From an optimization exercise on the open Yosys and OpenROAD flow, aimed at small area, a short achievable clock period and few clock cycles per item; shortcuts taken in it are not production practice.
In this exercise RTL edits were held to simulation tests only and were not proved equivalent to the original.
No activity file was given, so power comes from the tool's default toggle rates.

## filet_dec
module filet_dec (
    input  wire        clk,
    input  wire        rst,           
    input  wire        in_valid,
    output wire        in_ready,
    input  wire [31:0] in_data,
    input  wire        in_last,       
    input  wire [1:0]  cfg_depth,     
    input  wire [12:0] cfg_len0,      
    input  wire [12:0] cfg_len1,      
    input  wire [12:0] cfg_len2,      
    output reg         out_valid,
    input  wire        out_ready,
    output reg  [19:0] out_data,
    output reg         out_eos,       
    output reg         out_eol,       
    output reg         out_err        
);
Size: ~2800 cells after synthesis, about 260 flip-flops, about 100 I/O pins.
Settings: LEC_CHECK=0, ABC_AREA=1, CAP_MARGIN=20, CORE_MARGIN=2, CORE_UTILIZATION=40, SLEW_MARGIN=20; clock period 24.0 ns.
standard.sh (not shown) runs the stock make flow with config.mk's settings and CLKGATE_MAP_FILE= SYNTH_SCRIPT=/design/flow/synth_recipe.tcl, a recipe that flattens the netlist after the stock synthesis.
==> flow/flow/run.sh <==
#!/bin/bash
# The standard layout, with two changes to how it is made (the SDC,
# clock period and constraints are unchanged):
#  - the timing repair steps are asked to leave a larger setup margin than
#    the flow settings allow, so they work on the critical paths, and only
#    on the worst endpoint's (TNS_END_PERCENT 0);
#  - every input and output port still gets a buffer, but a plain buf_2
#    rather than the delay buffer the port buffering step picks by itself.
set -euo pipefail
bash standard.sh SETUP_SLACK_MARGIN=18 TNS_END_PERCENT=0 \
    "BUFFER_PORTS_ARGS=-buffer_cell sky130_fd_sc_hd__buf_2" finish > standard_make.log 2>&1
Testbench counts at the start, summed over its fixed seeds: cycles 113,654, samples 109,175.
Edit:
--- a/flow/design.v
+++ b/flow/design.v
@@ -30,47 +30,47 @@
         8'b????1000: ff8 = 3'd3;
         8'b???10000: ff8 = 3'd4;
         8'b??100000: ff8 = 3'd5;
         8'b?1000000: ff8 = 3'd6;
         default:     ff8 = 3'd7;
         endcase
     endfunction
     wire        ofree = !out_valid || out_ready;  
     wire        hold;                             
     wire        en = ofree && !hold;              
     reg  [2:0]  st;
-    reg  [31:0] w0, w1, w2;           
-    reg  [1:0]  rp;                   
+    reg  [31:0] wa;                   
+    reg  [31:0] r0, r1;               
+    reg         hh;                   
     reg  [20:0] wp;                   
     reg  [1:0]  nw;                   
     reg  [4:0]  p;                    
     reg         got_last;             
     reg         in_rdy;
     reg  [1:0]  dep;
     reg  [12:0] len1, len2;           
     reg  [12:0] srem;                 
     reg  [4:0]  blk;                  
     reg         first;                
     reg  [4:0]  k;
     reg  [5:0]  e;
     reg         verb;
     reg         r2h;                  
     reg         ovr;                  
     assign in_ready = in_rdy;
     wire        fire = in_valid && in_rdy;
     wire        d10 = (dep == 2'd0);
     wire        d12 = (dep == 2'd1);
     wire [4:0]  bval = d10 ? 5'd10 : d12 ? 5'd12 : 5'd20;
-    wire [31:0] wa = (rp == 2'd0) ? w0 : (rp == 2'd1) ? w1 : w2;
-    wire [31:0] wb = (rp == 2'd0) ? w1 : (rp == 2'd1) ? w2 : w0;
-    wire [31:0] wc = (rp == 2'd0) ? w2 : (rp == 2'd1) ? w0 : w1;
+    wire [31:0] wb = hh ? r1 : r0;
+    wire [31:0] wc = hh ? r0 : r1;
     wire [95:0] bufw = {wa, wb, wc};
     reg  [63:0] ge;                   
     reg  [63:0] zc;                   
     reg  [63:0] ec;                   
     integer i;
     always @* begin
         for (i = 0; i < 64; i = i + 1)
             ge[i] = (i >= p);
         for (i = 0; i < 64; i = i + 1) begin
             zc[i] = (i < 55) && ge[i] && !bufw[95 - i];
             if (i < 24) ec[i] = zc[i];
@@ -159,42 +159,43 @@
             nw       <= 2'd0;
             got_last <= 1'b0;
             in_rdy   <= 1'b1;
         end else begin
             st       <= st_n;
             if (en) ovr <= step && got_last && past;
             nw       <= nw_n;
             got_last <= gl_n;
             in_rdy   <= en ? rd_x[1] : rd_x[0];
         end
     end
-    wire [2:0]  wq = {1'b0, rp} + {1'b0, nw};
-    wire [1:0]  wi = (wq >= 3'd3) ? wq[1:0] - 2'd3 : wq[1:0];
-    wire [2:0]  rq = {1'b0, rp} + {1'b0, pd};
+    wire [31:0] wa1 = nw[1] ? wb : in_data;           
+    wire [31:0] wa2 = (nw == 2'd3) ? wc : in_data;    
+    wire        tl  = hh ^ nw[1];                     
     always @(posedge clk) begin
         if (rst)
-            rp <= 2'd0;
-        else if (en && step0)
-            rp <= (rq >= 3'd3) ? rq[1:0] - 2'd3 : rq[1:0];
+            hh <= 1'b0;
+        else if (en && step0 && pd == 2'd1)
+            hh <= !hh;
     end
     always @(posedge clk) begin
         if (en && step0)
             case (pd)
             2'd0: ;
-            2'd1: wp <= wa[20:0];
-            default: wp <= wb[20:0];
+            2'd1: begin wp <= wa[20:0]; wa <= wa1; end
+            default: begin wp <= wb[20:0]; wa <= wa2; end
             endcase
-        if (wr) begin
-            if (wi == 2'd0) w0 <= in_data;
-            if (wi == 2'd1) w1 <= in_data;
-            if (wi == 2'd2) w2 <= in_data;
+        if (wr && nw == 2'd0)
+            wa <= in_data;
+        if (wr && nw != 2'd0) begin
+            if (!tl) r0 <= in_data;
+            if (tl)  r1 <= in_data;
         end
     end
     always @(posedge clk) begin
         if (st == S_IDLE) begin
             p     <= 5'd0;
             dep   <= cfg_depth;
             len1  <= cfg_len1;
             len2  <= cfg_len2;
             srem  <= cfg_len0;
             blk   <= 5'd0;
             first <= 1'b1;
Effect: The new run finished clean; non-clock buffer count went down by 86; design area drops by 3.5%; die area is higher by about 2.3%; combinational power is lower by about 20%; setup slack gets worse by 35 ps; wire length is lower by about 2.4%; synthesized cell count increases by about 1.7%; fmax falls by about 0.6%; count of clock-buffer cells in the layout rises by 10; register-to-register slack is better by 150 ps; clock power came out higher by 14%; first-iteration DRC count fell by about 5.6%.
Testbench counts after the change, summed over its fixed seeds: cycles 113,654, samples 109,175.

## separate check: timing with driven ports
Ports are ideal in the flow. The routed layouts listed here were re-timed in OpenROAD. Step 1 (the two cells are an assumption about what drives the block):
set clk [get_ports {clk}]
set_driving_cell -lib_cell sky130_fd_sc_hd__clkbuf_16 $clk
set_driving_cell -lib_cell sky130_fd_sc_hd__buf_2 [delete_from_list [all_inputs] $clk]
Step 2, shift: input delay + t, output delay - t, t = (earliest + latest rising clock arrival at the registers) / 2. This alone moves slack from input paths to output paths. a / b / c = ideal ports / drivers / drivers and shift; a / b = the first two.
run | t (ns) | setup WS [ns] | hold slack, ns | worst register clock-pin slew, ns | cell pins on the clock port's net
the first run | 0.647 | 17.933 / 17.918 / 17.323 | 0.423 / 0.423 / 0.423 | 0.06 / 0.06 | 1
the second run | 0.607 | 17.897 / 17.930 / 17.324 | 0.419 / 0.419 / 0.419 | 0.07 / 0.07 | 1
After both steps every run listed still meets setup and hold. For the first run, which loses most, drivers alone change the setup slack by -0.015 ns; drivers and shift together by -0.610 ns.
